From an optimization exercise on the open Yosys and OpenROAD flow, aimed at small area, a short achievable clock period and few clock cycles; shortcuts taken in it are not production practice.
Only simulation tests tie the RTL to the original design; equivalence was not proved.

==> flow/design.v (outline; a module is shown in full before it is edited, if it fits) <==
// module policer_bank: 4797 lines
module policer_bank (
    input  wire        clk,
    input  wire        rst,
    input  wire        req_valid,
    output wire        req_ready,
    input  wire [1:0]  req_op,         
    input  wire [2:0]  req_idx,
    input  wire [31:0] req_time,
    input  wire [15:0] req_len,
    input  wire [1:0]  req_colour,
    input  wire        req_type,
    input  wire        req_aware,
    input  wire        req_red_act,
    input  wire [28:0] req_cir,
    input  wire [28:0] req_pir,
    input  wire [23:0] req_cbs,
    input  wire [23:0] req_ebs,
    output reg         rsp_valid,
    output reg         rsp_ok,
    output reg  [1:0]  rsp_colour,
    output reg         rsp_red_act,
    output reg         rsp_en,
    output reg         rsp_type,
    output reg         rsp_aware,
    output reg  [28:0] rsp_cir,
    output reg  [28:0] rsp_pir,
    output reg  [23:0] rsp_cbs,
    output reg  [23:0] rsp_ebs,
    output reg  [23:0] rsp_committed,
    output reg  [23:0] rsp_tokens,
    output reg  [31:0] rsp_green,
    output reg  [31:0] rsp_yellow,
    output reg  [31:0] rsp_red
);
  // ...
==> flow/flow/run.sh <==
#!/bin/bash
# The standard layout (the standard.sh: standard synthesis, ORFS from
# floorplan to finish), except that the input and output ports are
# buffered with sky130_fd_sc_hd__buf_2 instead of the buffer cell that
# buffer_ports picks by default. Make's output goes to standard.log; each
# ORFS step writes its own log under orfs/logs/.
set -euo pipefail
export BUFFER_PORTS_ARGS="-buffer_cell sky130_fd_sc_hd__buf_2"
bash standard.sh > standard.log 2>&1
==> flow/standard.sh <==
#!/bin/bash
# synth_recipe.tcl (not shown) runs the flow's synth.tcl, then flattens the netlist and writes it again
# the make line also repeats each setting of config.mk as NAME=value (left out here)
make -C /OpenROAD-flow-scripts/flow DESIGN_CONFIG=/design/flow/config.mk WORK_HOME=/design/flow/orfs CLKGATE_MAP_FILE= SYNTH_SCRIPT=/design/flow/synth_recipe.tcl "${@:-finish}"
==> flow/config.mk <==
export PLATFORM = sky130hd
export DESIGN_NAME = policer_bank
export DESIGN_NICKNAME = policer_bank
export VERILOG_FILES = /design/flow/design.v
export SDC_FILE = /design/flow/constraint.sdc
export NUM_CORES = 4
export LEC_CHECK = 0
export CAP_MARGIN = 20
export CORE_MARGIN = 2
export CORE_UTILIZATION = 35
export PLACE_DENSITY = 0.55
export SLEW_MARGIN = 20
==> flow/constraint.sdc <==
create_clock -name core_clock -period 24.0 [get_ports {clk}]
set_input_delay 4.8000 -clock core_clock [delete_from_list [all_inputs] [get_ports {clk}]]
set_output_delay 4.8000 -clock core_clock [all_outputs]
set_load 0.01 [all_outputs]
==> results.txt, run 1 <==
status finished clean; CP max FO 35; gr busiest metal met2; P&R area growth vs syn 12.3%; setup violators final 0; Mapped Area around 250000 µm²; Hold Crit Class reg2reg; CP max-delay cell buf_4; Seq cells approximately 5k; clk slew on worst S/H paths around 0.06 ns; CP top delay family compound AO/OA/AOI/OAI gates; Vias/cell about 5.2; Critical Path Stages 21; CP Class reg2reg; Resized Gates After CTS 0; Total GRT Usage 0.200; Worst-Skew Late Latency roughly 1.1 ns; Crit path arrival time between 7 and 8 ns; Initial Utilization 0.350; count of non-CTS inverters in the layout 1846; Multi-input gate area between 100000 and 150000 µm²; Max Cap Viol 0; post-synthesis cell type count 90; fin crit share 0.288; number of fill cells ~67k; Yosys top cell by area edfxtp_1; # Taps ~9.5k; HPWL Detailed just over 500 mm; Chip Width around 850 µm; # hold bufs at CTS 0; cell area after placement about 260000 µm²; layout net count between 20k and 25k; Largest cell class sequential cells; GR Overflow Total 0; Crit. Startpoint e_idx[0]; I/O Buffers ~430; f_max about 0.14 GHz
Testbench counts, summed over its fixed seeds: cycles 26,760.
==> run 2, diff against run 1 <==
--- a/flow/design.v
+++ b/flow/design.v
@@ -4606,61 +4606,51 @@
     wire [44:0] f_qt45 = {3'd0, f_qt};
     wire [28:0] f_ncbs = ~{5'd0, f_cbs};
     wire [28:0] f_nebs = ~{5'd0, f_ebs};
     wire [28:0] f_nce  = ~{4'd0, f_ce};
     wire [44:0] f_ks   = f_qc45 + {45{1'b1}};                               
     wire [44:0] f_kov  = f_qc45 + {f_ncbs, 16'hFFFE};                       
     wire [44:0] f_kt   = f_qt45 + (f_type ? {45{1'b1}} : {f_ncbs, 16'hFFFF});
     wire [44:0] f_kts  = f_qt45 + (f_type ? {f_nebs, 16'hFFFE} : {f_nce, 16'hFFFE});    
-    wire [24:0] f_kcb  = {1'b0, f_cbs} - {9'd0, f_len};                     
-    wire [24:0] f_keb  = {1'b0, f_ebs} - {9'd0, f_len};                     
     reg        g_v;
     reg [1:0]  g_op;
     reg [2:0]  g_idx;
     reg        g_en;
     reg [57:0] g_pl;
     reg        g_type, g_aware, g_red;
     reg [23:0] g_cbs, g_ebs;
     reg [44:0] g_ks, g_kov, g_kt, g_kts;
-    reg [23:0] g_kcb, g_keb;       
-    reg        g_kcbge, g_kebge;   
     reg        g_cinc, g_cint, g_satc, g_satt;
     reg        g_ca0, g_ca1, g_m1, g_cr2;    
     reg [39:0] g_tc, g_te;
     reg [39:0] g_x;            
     reg        k_wr;
     reg [2:0]  k_idx;
     wire [39:0] k_tc_new, k_te_new;
     reg        h_wr, h_cfg;
     reg [2:0]  h_idx;
-    reg [39:0] h_tc, h_te;
     wire        f_fwdk = k_wr && (k_idx == f_idx);
-    wire        f_fwdh = h_wr && (h_idx == f_idx);
-    wire [39:0] f_tc   = f_fwdh ? h_tc : p_tc[f_idx*40 +: 40];
-    wire [39:0] f_te   = f_fwdh ? h_te : p_te[f_idx*40 +: 40];
+    wire [39:0] f_tc   = p_tc[f_idx*40 +: 40];
+    wire [39:0] f_te   = p_te[f_idx*40 +: 40];
     always @(posedge clk) begin
         g_v     <= f_v & ~rst;
         g_op    <= f_op;
         g_idx   <= f_idx;
         g_en    <= f_en;
         g_pl    <= f_pl;
         g_type  <= f_type;
         g_aware <= f_aware;
         g_red   <= f_red;
         g_cbs   <= f_cbs;
         g_ebs   <= f_ebs;
         g_ks    <= f_ks;
         g_kov   <= f_kov;
         g_kt    <= f_kt;
         g_kts   <= f_kts;
-        g_kcb   <= f_kcb[23:0];
-        g_keb   <= f_keb[23:0];
-        g_kcbge <= !f_kcb[24];
-        g_kebge <= !f_keb[24];
         g_cinc  <= f_cinc;
         g_cint  <= f_type ? f_cine : f_cinc;
         g_satc  <= f_satc;
         g_satt  <= f_type ? f_sate : f_satc;
         g_ca0   <= !f_aware || f_col == 2'd0;
         g_ca1   <= !f_aware || f_col <= 2'd1;
         g_m1    <= !(f_aware && (f_col == 2'd1 || f_col == 2'd2));
         g_cr2   <= f_aware && f_col == 2'd2;
@@ -4676,36 +4666,31 @@
     wire [44:0] g_t    = g_te45 + g_x45 + g_kt  + {44'd0, g_cint};   
     wire [44:0] g_ts   = g_te45 + g_x45 + g_kts + {44'd0, g_cint};   
     reg        k_v;
     reg [1:0]  k_op;
     reg        k_en;
     reg [57:0] k_pl;
     reg        k_type, k_aware, k_red;
     reg [23:0] k_cbs, k_ebs;
-    reg [23:0] k_kcb, k_keb;
-    reg        k_kcbge, k_kebge, k_satc, k_satt;
+    reg        k_satc, k_satt;
     reg        k_ca0, k_ca1, k_m1, k_cr2;
     reg        k_ovs, k_ts;       
     reg [39:0] k_s, k_t, k_te;
     always @(posedge clk) begin
         k_v     <= g_v & ~rst;
         k_op    <= g_op;
         k_idx   <= g_idx;
         k_en    <= g_en;
         k_pl    <= g_pl;
         k_type  <= g_type;
         k_aware <= g_aware;
         k_red   <= g_red;
         k_cbs   <= g_cbs;
         k_ebs   <= g_ebs;
-        k_kcb   <= g_kcb;
-        k_keb   <= g_keb;
-        k_kcbge <= g_kcbge;
-        k_kebge <= g_kebge;
         k_satc  <= g_satc;
         k_satt  <= g_satt;
         k_ca0   <= g_ca0;
         k_ca1   <= g_ca1;
         k_m1    <= g_m1;
         k_cr2   <= g_cr2;
         k_ovs   <= g_ovs[44];
         k_ts    <= g_ts[44];
@@ -4723,18 +4708,22 @@
     wire [40:0] k_tb    = {1'b0, k_t}  - k_bb;
     wire [40:0] k_teb   = {1'b0, k_te} - k_bb;
     wire        k_sbs   = k_sb[40];
     wire        k_tbs   = k_tb[40];
     wire        k_tebs  = k_teb[40];
     wire        k_tsat  = k_satt || !k_ts;
     wire [39:0] k_cmax  = {k_cbs, 16'd0};
     wire [39:0] k_emax  = {k_ebs, 16'd0};
-    wire [39:0] k_cmb   = {k_kcb, 16'd0};            
-    wire [39:0] k_emb   = {k_keb, 16'd0};            
+    wire [24:0] k_kcb   = {1'b0, k_cbs} - {9'd0, k_pl[17:2]};    
+    wire [24:0] k_keb   = {1'b0, k_ebs} - {9'd0, k_pl[17:2]};    
+    wire        k_kcbge = !k_kcb[24];                            
+    wire        k_kebge = !k_keb[24];                            
+    wire [39:0] k_cmb   = {k_kcb[23:0], 16'd0};      
+    wire [39:0] k_emb   = {k_keb[23:0], 16'd0};      
     wire        k_usete = !k_type && !k_ov;          
     wire        k_lcge  = k_ov ? k_kcbge : !k_sbs;
     wire        k_lege  = k_usete ? !k_tebs : k_tsat ? k_kebge : !k_tbs;
     wire [39:0] k_lc  = k_ov ? k_cmax : k_s;
     wire [39:0] k_lcb = k_ov ? k_cmb  : k_sb[39:0];
     wire [39:0] k_le  = k_usete ? k_te  : k_tsat ? k_emax : k_t;
     wire [39:0] k_leb = k_usete ? k_teb[39:0] : k_tsat ? k_emb  : k_tb[39:0];
     wire        k_green = k_type ? (k_lcge && k_lege && k_m1) : (k_lcge && k_ca0);
@@ -4753,18 +4742,16 @@
     wire [31:0] k_gc = k_fwdh ? h_gc_new : p_green[k_idx*32 +: 32];
     wire [31:0] k_yc = k_fwdh ? h_yc_new : p_yellow[k_idx*32 +: 32];
     wire [31:0] k_rc = k_fwdh ? h_rc_new : p_red[k_idx*32 +: 32];
     wire        k_fwdh = h_wr && (h_idx == k_idx);
     always @(posedge clk) begin
         h_wr          <= k_wr && !rst;
         h_cfg         <= k_cfg;
         h_idx         <= k_idx;
-        h_tc          <= k_tc_new;
-        h_te          <= k_te_new;
         rsp_valid     <= k_v & ~rst;
         rsp_ok        <= k_cfg ? k_en : (k_op != 2'd3);
         rsp_colour    <= k_en ? k_out : k_col;
         rsp_red_act   <= k_en ? k_red : k_met;
         rsp_en        <= k_qen;
         rsp_type      <= k_qen & k_type;
         rsp_aware     <= k_qen & k_aware;
         rsp_cir       <= k_qen ? k_cir : 29'd0;
@@ -4781,19 +4768,21 @@
         h_rc          <= k_rc;
         h_col         <= k_out;
     end
     assign h_gc_new = h_cfg ? 32'd0 : (h_col == 2'd0 && h_gc != 32'hFFFFFFFF) ? h_gc + 32'd1 : h_gc;
     assign h_yc_new = h_cfg ? 32'd0 : (h_col == 2'd1 && h_yc != 32'hFFFFFFFF) ? h_yc + 32'd1 : h_yc;
     assign h_rc_new = h_cfg ? 32'd0 : (h_col == 2'd2 && h_rc != 32'hFFFFFFFF) ? h_rc + 32'd1 : h_rc;
     always @(posedge clk) begin
         for (i = 0; i < 8; i = i + 1) begin
+            if (k_wr && k_idx == i) begin
+                p_tc[i*40 +: 40]     <= k_tc_new;
+                p_te[i*40 +: 40]     <= k_te_new;
+            end
             if (h_wr && h_idx == i) begin
-                p_tc[i*40 +: 40]     <= h_tc;
-                p_te[i*40 +: 40]     <= h_te;
                 p_green[i*32 +: 32]  <= h_gc_new;
                 p_yellow[i*32 +: 32] <= h_yc_new;
                 p_red[i*32 +: 32]    <= h_rc_new;
             end
         end
     end
 endmodule
 `default_nettype wire
==> run 2 against run 1 <==
Worst setup slack improved by 0.38 ns. Clock-buffer cell count is 16 higher. First-iteration DRC count fell by 1.5%. Routed wire length down 1.4%. Worst hold slack improved by 0.019 ns. Via count decreased by 0.38%. Still clean on timing, DRC and antenna. Fmax increased by 5.9%.
==> results.txt, run 2 <==
most frequent cells in the layout edfxtp_1 (2758), dfxtp_1 (2087), inv_1 (1816), fa_1 (1492), xnor2_1 (1244); CP top delay family flip-flops; Critical path buffers and inverters 1; final WL between 700 and 800 mm; drt first-iter violations about 15k; RSZ-0062 raised after global routing no; Avg WL per Cell about 25 µm; Ys Warns 1; worst-path cell chain buf_2; largest net degree at the start of global routing 128; f_max 0.153 GHz (+5.9%); core area 699000 µm²; final hold violations 0; I/O Buffers 425 (unchanged); Avg Cell Area, Syn 12.9 µm²; ranking of synthesized cells by area edfxtp_1 (34%), dfxtp_1 (17%), fa_1 (12%), mux4_2 (5.8%), ha_1 (5.0%); largest registers p_tc (320), p_te (320); Max Slew Vio Count 0; Chip Width 842 µm (-0.72%); top cells by count, synth edfxtp_1 (2758), dfxtp_1 (2130), inv_1 (1819), fa_1 (1492), xnor2_1 (1244); Site Rows roughly 310; die area 709000 µm²; Initial Utilization 0.351 (+0.00101); Seq/Total Area, Yosys 0.511; GR Overflow Total 0 (unchanged); I/O Pins ~430; H-Tree Depth 6; Critical Path Sink Type output port; worst-margin pin slew approximately 1.2 ns; DP Worst Slack approximately 18 ns; CTS tree built; TNS Setup 0 ns; layout cells sized above 1 0.128; setup violators final 0 (unchanged); clk slew on worst S/H paths 0.06 ns (about the same); Total GRT Usage 0.200 (-0.000713); Worst-Skew Late Latency 1.11 ns (about the same); CP max FO 1 (-97%); CP peak stage delay ~0.46 ns; post-layout min period 6.53 ns; Synth Flop Type edfxtp_1; Final WS setup 17.47 ns; Post-route DRC 0; Worst EP required 19.20 ns; crit path launch type flop; first-pass GRT wire length approximately 1100 mm; Mapped Area 246000 µm² (-1.4%); top-count cell post-synth edfxtp_1; Max Cap Viol 0 (unchanged); Slew HR 0.189; CP Class reg2out; synthesized net count roughly 22k; #FFs+latches synth around 5k; Fin Clk Skew 0.0981 ns; P&R area growth vs syn 12.8%; TritonCTS Buffers 540; share of the synthesized area in the top cell type 0.337; first-pass detailed-route iteration total 7; Resized Gates After CTS 0 (unchanged); vias in the first global route roughly 150k; status finished clean; Post-CTS Setup Bufs 0; Yosys top cell by area edfxtp_1; Vias/cell 5.26 (+1.0%); post-synthesis cell type count 97 (+7.8%); Mapped Cells ~19k; most common cell after layout, fill and taps aside edfxtp_1; Hold Crit Class reg2reg; initial antenna violation count 54; root buf cell clkbuf_16; FFs w/ async S/R, synth 0; CTS Buffer Depth 4; clock sinks between 4k and 5k; HPWL Detailed 494 mm (-2.1%); Die Y between 800 and 900 µm; fin crit share 0.272 (-0.0160); DRT antenna net count 0; number of synthesized flops with an enable pin approximately 2.8k; Crit path arrival time 1.73 ns (-6.20 ns); routed via count 152k; routability congestion estimate between 0.9 and 1; CP max-delay cell dfxtp_1; layout net count 21.9k (-0.76%); # hold bufs at CTS 0 (unchanged); final hold slack 0.274 ns
run 2: cells by family (layout without fill, tap and decap cells):
logic type / count (synthesis) / in the layout / share of synthesized area
flops: 4888 / 4888 / 0.511
compound gates: 3042 / 3042 / 0.0815
other cells: 0 / 10 / 0
xor+xnor: 1500 / 1500 / 0.0535
buf+inv: 2827 / 3574 / 0.0433
simple gates: 3195 / 3195 / 0.0637
mux: 1060 / 1060 / 0.0760
fa+ha+maj: 2470 / 2470 / 0.171
run 2: final cells by class:
cell class                      count  area [µm²]
Timing Repair Buffer              735        4520
Clock buffer                      758       15400
Tap cell                         9270       11600
Inverter                         1842        6930
Multi-Input combinational cell  11267      110000
Clock inverter                    239        3080
Fill cell                       65635      422000
Sequential cell                  4888      126000
Antenna cell                       10        25.0
run 2: final timing paths:
path / startpoint / endpoint / slack [ns] / depth (start not counted)
setup / recovery: rsp_colour[1] / rsp_colour[1] / 17.47 / 1
hold / removal: e_plc[8] / f_plc[8] / 0.27 / 0
setup reg to reg: g_te[0] / k_ts / 17.50 / 25
hold reg to reg: e_plc[8] / f_plc[8] / 0.27 / 0
run 2: per-stage QoR:
step	cells	utilization	instance area [µm²]
floorplan	18982	-	246000
CTS	28999	0.396	277000
finish	29009	0.396	277000
global placement	28001	0.370	259000
global route	29001	0.396	277000
detailed placement	28002	0.370	259000
run 2: routing by layer:
metal  vias to the layer above  part of all wire  wire length [µm]  global-route usage
met1                     77660              0.43            318000               0.280
li1                      67357                 -                 -                   -
met5                         -           0.00012                87                   0
met2                      6113              0.45            331000               0.314
met3                      1310             0.076             55500              0.0345
met4                        12             0.037             26800              0.0658
Testbench counts of run 2, summed over its fixed seeds: cycles 26,760.

==> re-timing with driven ports <==
The results above use ideal ports. As a check the final layouts listed here were re-extracted and re-timed, cells and wires unchanged. Step 1 sets driving cells, clkbuf_16 on the clock port and buf_2 on the other inputs (assumed; they add their load-dependent delay and slew). Step 2 adds t to the input delays and takes it off the output delays; t is the mean of the earliest and latest rising clock arrival at the registers after step 1. Input paths then give back, and output paths get back, about the clock's delay inside the block. a / b / c = ideal / step 1 / step 2; a / b = the first two.
| run | shift t [ns] | slack for setup (ns) | latest minus earliest clock arrival (ns) | pins driven straight from the clock port |
|---|---|---|---|---|
| run 1 | 1.183 | 17.081 / 17.081 / 17.081 | 0.107 / 0.107 | 1 |
| run 2 | 1.201 | 17.466 / 17.325 / 17.502 | 0.098 / 0.098 | 1 |
After both steps every run listed still meets setup and hold.
